Background: an optimization exercise with open tools, aiming at small area, a short achievable clock period and few clock cycles. Do not read the settings as production practice.
The RTL was checked by simulation tests, not by an equivalence proof against the original design.

// hallmark_lane
module hallmark_lane (
    input  wire         clk,
    input  wire         rst,
    input  wire         start,
    input  wire [7:0]   stream,
    input  wire [1:0]   tflag,
    input  wire         restart,
    input  wire [63:0]  seq,
    input  wire [47:0]  sec,
    input  wire [31:0]  nsec,
    input  wire [3:0]   nrange,
    input  wire [63:0]  devser,
    input  wire [255:0] prev,
    output wire         idle,
    input  wire         in_valid,
    input  wire [63:0]  in_data,
    output wire         in_ready,
    output reg          done,
    output wire [255:0] hallmark
);
Size in the first run: about 6600 cells after synthesis, ~1200 flip-flops, roughly 0.064 mm² of cells after synthesis.
make LEC_CHECK=0 CAP_MARGIN=20 CORE_MARGIN=2 CORE_UTILIZATION=30 CTS_BUF_LIST='sky130_fd_sc_hd__clkbuf_4 sky130_fd_sc_hd__clkbuf_8' PLACE_DENSITY=0.5 SETUP_SLACK_MARGIN=5 SLEW_MARGIN=20 finish   # period 10.0 ns
run.sh (not shown) runs the stock make flow with config.mk's settings and CLKGATE_MAP_FILE= SYNTH_SCRIPT=/design/flow/synth_recipe.tcl, a recipe that flattens the netlist after the stock synthesis.
Testbench counts at the start, summed over its fixed seeds: cycles 447,163.
Change:
CORE_UTILIZATION = 50   (was 30)
CTS_BUF_LIST = unset   (was sky130_fd_sc_hd__clkbuf_4 sky130_fd_sc_hd__clkbuf_8)
PLACE_DENSITY = 0.65   (was 0.5)
- cell area drops slightly
- utilization climbs by 24 points
- first-iteration DRC count climbs by a quarter to a third
- critical path depth climbs by 2
- worst hold slack is better by 0.019 ns
- clock-buffer cell count drops by 135
- area after synthesis is unchanged
- register-to-register slack is worse by 0.08 ns
- fmax drops slightly
Change:
CORE_UTILIZATION = 30   (was 50)
PLACE_DENSITY = 0.5   (was 0.65)
Outcome:
- The changed run went through all stages and came out clean
- area after synthesis is unchanged
- hold slack barely changes
- die area came out higher by 66%
- wire length increases by about 7%
- clock skew went up by 0.016 ns
- via count is lower by about 1.7%
- register-to-register slack gets better by 0.06 ns
Change:
==> flow/flow/run.sh (new file) <==
#!/bin/bash
# Standard layout, with the smallest plain buffer on every port and a clock tree
# built from mid-size buffers without dummy loads.
set -euo pipefail
export BUFFER_PORTS_ARGS="-buffer_cell sky130_fd_sc_hd__buf_1"
export CTS_ARGS="-sink_clustering_enable -repair_clock_nets -dont_use_dummy_load -buf_list {sky130_fd_sc_hd__clkbuf_4 sky130_fd_sc_hd__clkbuf_8}"
bash standard.sh > standard.log 2>&1
==> flow/standard.sh (new file) <==
#!/bin/bash
# synth_recipe.tcl (not shown) runs the flow's synth.tcl, then flattens the netlist and writes it again
# the make line also repeats each setting of config.mk as NAME=value (left out here)
make -C /OpenROAD-flow-scripts/flow DESIGN_CONFIG=/design/flow/config.mk WORK_HOME=/design/flow/orfs CLKGATE_MAP_FILE= SYNTH_SCRIPT=/design/flow/synth_recipe.tcl "${@:-finish}"
ABC_AREA = 1   (was unset)
removed: flow/run.sh
Register-to-register slack gains 0.18 ns. Worst hold slack loses 0.077 ns. Area after synthesis goes up by 6.0%. Core utilization goes down by 3.9 points. Design area goes down by 5.0%.

========
hallmark_lane, a different RTL version from the one above (not shown whole).
Size: about 11000 cells after synthesis, about 1200 flip-flops, ~0.069 mm^2 of cells after synthesis.
Design hallmark_lane, start of the top module:
module hallmark_lane (
    input  wire         clk,
    input  wire         rst,
    input  wire         start,
    input  wire [7:0]   stream,
    input  wire [1:0]   tflag,
    input  wire         restart,
    input  wire [63:0]  seq,
    input  wire [47:0]  sec,
    input  wire [31:0]  nsec,
    input  wire [3:0]   nrange,
    input  wire [63:0]  devser,
    input  wire [255:0] prev,
    output wire         idle,
    input  wire         in_valid,
    input  wire [63:0]  in_data,
    output wire         in_ready,
    output reg          done,
    output wire [255:0] hallmark
);
export LEC_CHECK = 0
export ABC_AREA = 1
export CAP_MARGIN = 20
export CORE_MARGIN = 2
export CORE_UTILIZATION = 30
export PLACE_DENSITY = 0.5
export SLEW_MARGIN = 20
export TNS_END_PERCENT = 20
create_clock -name core_clock -period 10.0 [get_ports {clk}]
standard.sh (not shown) runs the stock make flow with config.mk's settings and CLKGATE_MAP_FILE= SYNTH_SCRIPT=/design/flow/synth_recipe.tcl, a recipe that flattens the netlist after the stock synthesis.
==> flow/flow/run.sh <==
#!/bin/bash
# Standard layout, except: no full/half adder cells (plain gates are faster
# here), the smallest plain buffer on every port, a clock tree of mid-size
# buffers without dummy loads, and timing repair aimed at a 4 ns period.
set -euo pipefail
DU="sky130_fd_sc_hd__probe_p_8 sky130_fd_sc_hd__probec_p_8 sky130_fd_sc_hd__lpflow_bleeder_1 sky130_fd_sc_hd__lpflow_clkbufkapwr_1 sky130_fd_sc_hd__lpflow_clkbufkapwr_16 sky130_fd_sc_hd__lpflow_clkbufkapwr_2 sky130_fd_sc_hd__lpflow_clkbufkapwr_4 sky130_fd_sc_hd__lpflow_clkbufkapwr_8 sky130_fd_sc_hd__lpflow_clkinvkapwr_1 sky130_fd_sc_hd__lpflow_clkinvkapwr_16 sky130_fd_sc_hd__lpflow_clkinvkapwr_2 sky130_fd_sc_hd__lpflow_clkinvkapwr_4 sky130_fd_sc_hd__lpflow_clkinvkapwr_8 sky130_fd_sc_hd__lpflow_decapkapwr_12 sky130_fd_sc_hd__lpflow_decapkapwr_3 sky130_fd_sc_hd__lpflow_decapkapwr_4 sky130_fd_sc_hd__lpflow_decapkapwr_6 sky130_fd_sc_hd__lpflow_decapkapwr_8 sky130_fd_sc_hd__lpflow_inputiso0n_1 sky130_fd_sc_hd__lpflow_inputiso0p_1 sky130_fd_sc_hd__lpflow_inputiso1n_1 sky130_fd_sc_hd__lpflow_inputiso1p_1 sky130_fd_sc_hd__lpflow_inputisolatch_1 sky130_fd_sc_hd__lpflow_isobufsrc_1 sky130_fd_sc_hd__lpflow_isobufsrc_16 sky130_fd_sc_hd__lpflow_isobufsrc_2 sky130_fd_sc_hd__lpflow_isobufsrc_4 sky130_fd_sc_hd__lpflow_isobufsrc_8 sky130_fd_sc_hd__lpflow_isobufsrckapwr_16 sky130_fd_sc_hd__lpflow_lsbuf_lh_hl_isowell_tap_1 sky130_fd_sc_hd__lpflow_lsbuf_lh_hl_isowell_tap_2 sky130_fd_sc_hd__lpflow_lsbuf_lh_hl_isowell_tap_4 sky130_fd_sc_hd__lpflow_lsbuf_lh_isowell_4 sky130_fd_sc_hd__lpflow_lsbuf_lh_isowell_tap_1 sky130_fd_sc_hd__lpflow_lsbuf_lh_isowell_tap_2 sky130_fd_sc_hd__lpflow_lsbuf_lh_isowell_tap_4  sky130_fd_sc_hd__fa_1 sky130_fd_sc_hd__fa_2 sky130_fd_sc_hd__fa_4 sky130_fd_sc_hd__ha_1 sky130_fd_sc_hd__ha_2 sky130_fd_sc_hd__ha_4"
export BUFFER_PORTS_ARGS="-buffer_cell sky130_fd_sc_hd__buf_1"
export CTS_ARGS="-sink_clustering_enable -repair_clock_nets -dont_use_dummy_load -buf_list {sky130_fd_sc_hd__clkbuf_4 sky130_fd_sc_hd__clkbuf_8}"
export SETUP_SLACK_MARGIN=6
bash standard.sh "DONT_USE_CELLS=$DU" finish > standard.log 2>&1
Testbench counts at the start, summed over its fixed seeds: cycles 447,163.
==> next run, changes <==
--- a/flow/flow/run.sh
+++ b/flow/flow/run.sh
@@ -3,3 +3,3 @@
 # here), the smallest plain buffer on every port, a clock tree of mid-size
-# buffers without dummy loads, and timing repair aimed at a 4 ns period.
+# buffers without dummy loads, and timing repair aimed at a 3.5 ns period.
 set -euo pipefail
@@ -8,3 +8,3 @@
 export CTS_ARGS="-sink_clustering_enable -repair_clock_nets -dont_use_dummy_load -buf_list {sky130_fd_sc_hd__clkbuf_4 sky130_fd_sc_hd__clkbuf_8}"
-export SETUP_SLACK_MARGIN=6
+export SETUP_SLACK_MARGIN=6.5
 bash standard.sh "DONT_USE_CELLS=$DU" finish > standard.log 2>&1
TNS_END_PERCENT = not set   (was 20)
Wire length rises by 3.3%; final area rises by 10%; setup slack is better by 0.40 ns; global-route usage rises by 0.92 points; hold slack is about the same; flip-flop and latch count stays the same; area after synthesis is unchanged; critical path depth rises by 2; count of clock-buffer cells in the layout rises by 4; fmax rises by 11%.
==> next run, changes <==
--- a/flow/flow/run.sh
+++ b/flow/flow/run.sh
@@ -3,3 +3,3 @@
 # here), the smallest plain buffer on every port, a clock tree of mid-size
-# buffers without dummy loads, and timing repair aimed at a 3.5 ns period.
+# buffers without dummy loads, and timing repair aimed at a 4 ns period.
 set -euo pipefail
@@ -8,3 +8,3 @@
 export CTS_ARGS="-sink_clustering_enable -repair_clock_nets -dont_use_dummy_load -buf_list {sky130_fd_sc_hd__clkbuf_4 sky130_fd_sc_hd__clkbuf_8}"
-export SETUP_SLACK_MARGIN=6.5
+export SETUP_SLACK_MARGIN=6
 bash standard.sh "DONT_USE_CELLS=$DU" finish > standard.log 2>&1
What happened: The new run completed with no timing, DRC or antenna violations; fmax came out lower by 9.6%; synthesized area is unchanged; critical path depth goes down by 10; final area drops by 9.0%; worst setup slack degrades by 0.38 ns.
==> next run, changes <==
CORE_UTILIZATION = 45   (was 30)
PLACE_DENSITY = 0.6   (was 0.5)
The new run finished with timing, DRC and antenna clean.
Final area goes down by about 2.3%.
Wire length falls by about 13%.

==> what the ideal ports hide <==
Ports are ideal in the flow. The routed layouts listed here were re-timed in OpenROAD.
Step 1 assumes that a clkbuf_16 drives the clock port and a buf_2 every other input.
Step 2 moves the port delays by t, midway between the first and last clock arrival at a register: inputs arrive t later, outputs are due t later. That takes back most of the time a late clock gives input paths.
Three values: ideal, step 1, step 2; two values: the first two.
run | t (ns) | setup slack, ns | hold slack, ns | latest minus earliest clock arrival (ns)
the first run of note 1 | 1.070 | 4.991 / 4.991 / 4.391 | 0.385 / 0.385 / 0.385 | 0.098 / 0.098
the second run of note 1 | 0.864 | 4.908 / 4.908 / 4.508 | 0.405 / 0.405 / 0.405 | 0.054 / 0.054
the third run of note 1 | 0.901 | 4.968 / 4.968 / 4.448 | 0.407 / 0.407 / 0.407 | 0.069 / 0.069
the fourth run of note 1 | 1.040 | 5.143 / 5.143 / 5.143 | 0.330 / 0.330 / 0.330 | 0.162 / 0.162
the first run of note 2 | 1.032 | 6.047 / 6.037 / 5.059 | 0.340 / 0.340 / 0.340 | 0.193 / 0.194
the second run of note 2 | 1.050 | 6.449 / 6.397 / 5.552 | 0.342 / 0.342 / 0.342 | 0.189 / 0.190
the third run of note 2 | 1.034 | 6.074 / 6.030 / 5.210 | 0.339 / 0.339 / 0.339 | 0.191 / 0.191
the fourth run of note 2 | 1.047 | 6.030 / 6.005 / 5.225 | 0.358 / 0.358 / 0.358 | 0.147 / 0.147
After both steps every run listed still meets setup and hold. For the first run of note 2, which loses most, drivers alone change the setup slack by -0.010 ns; drivers and shift together by -0.988 ns.
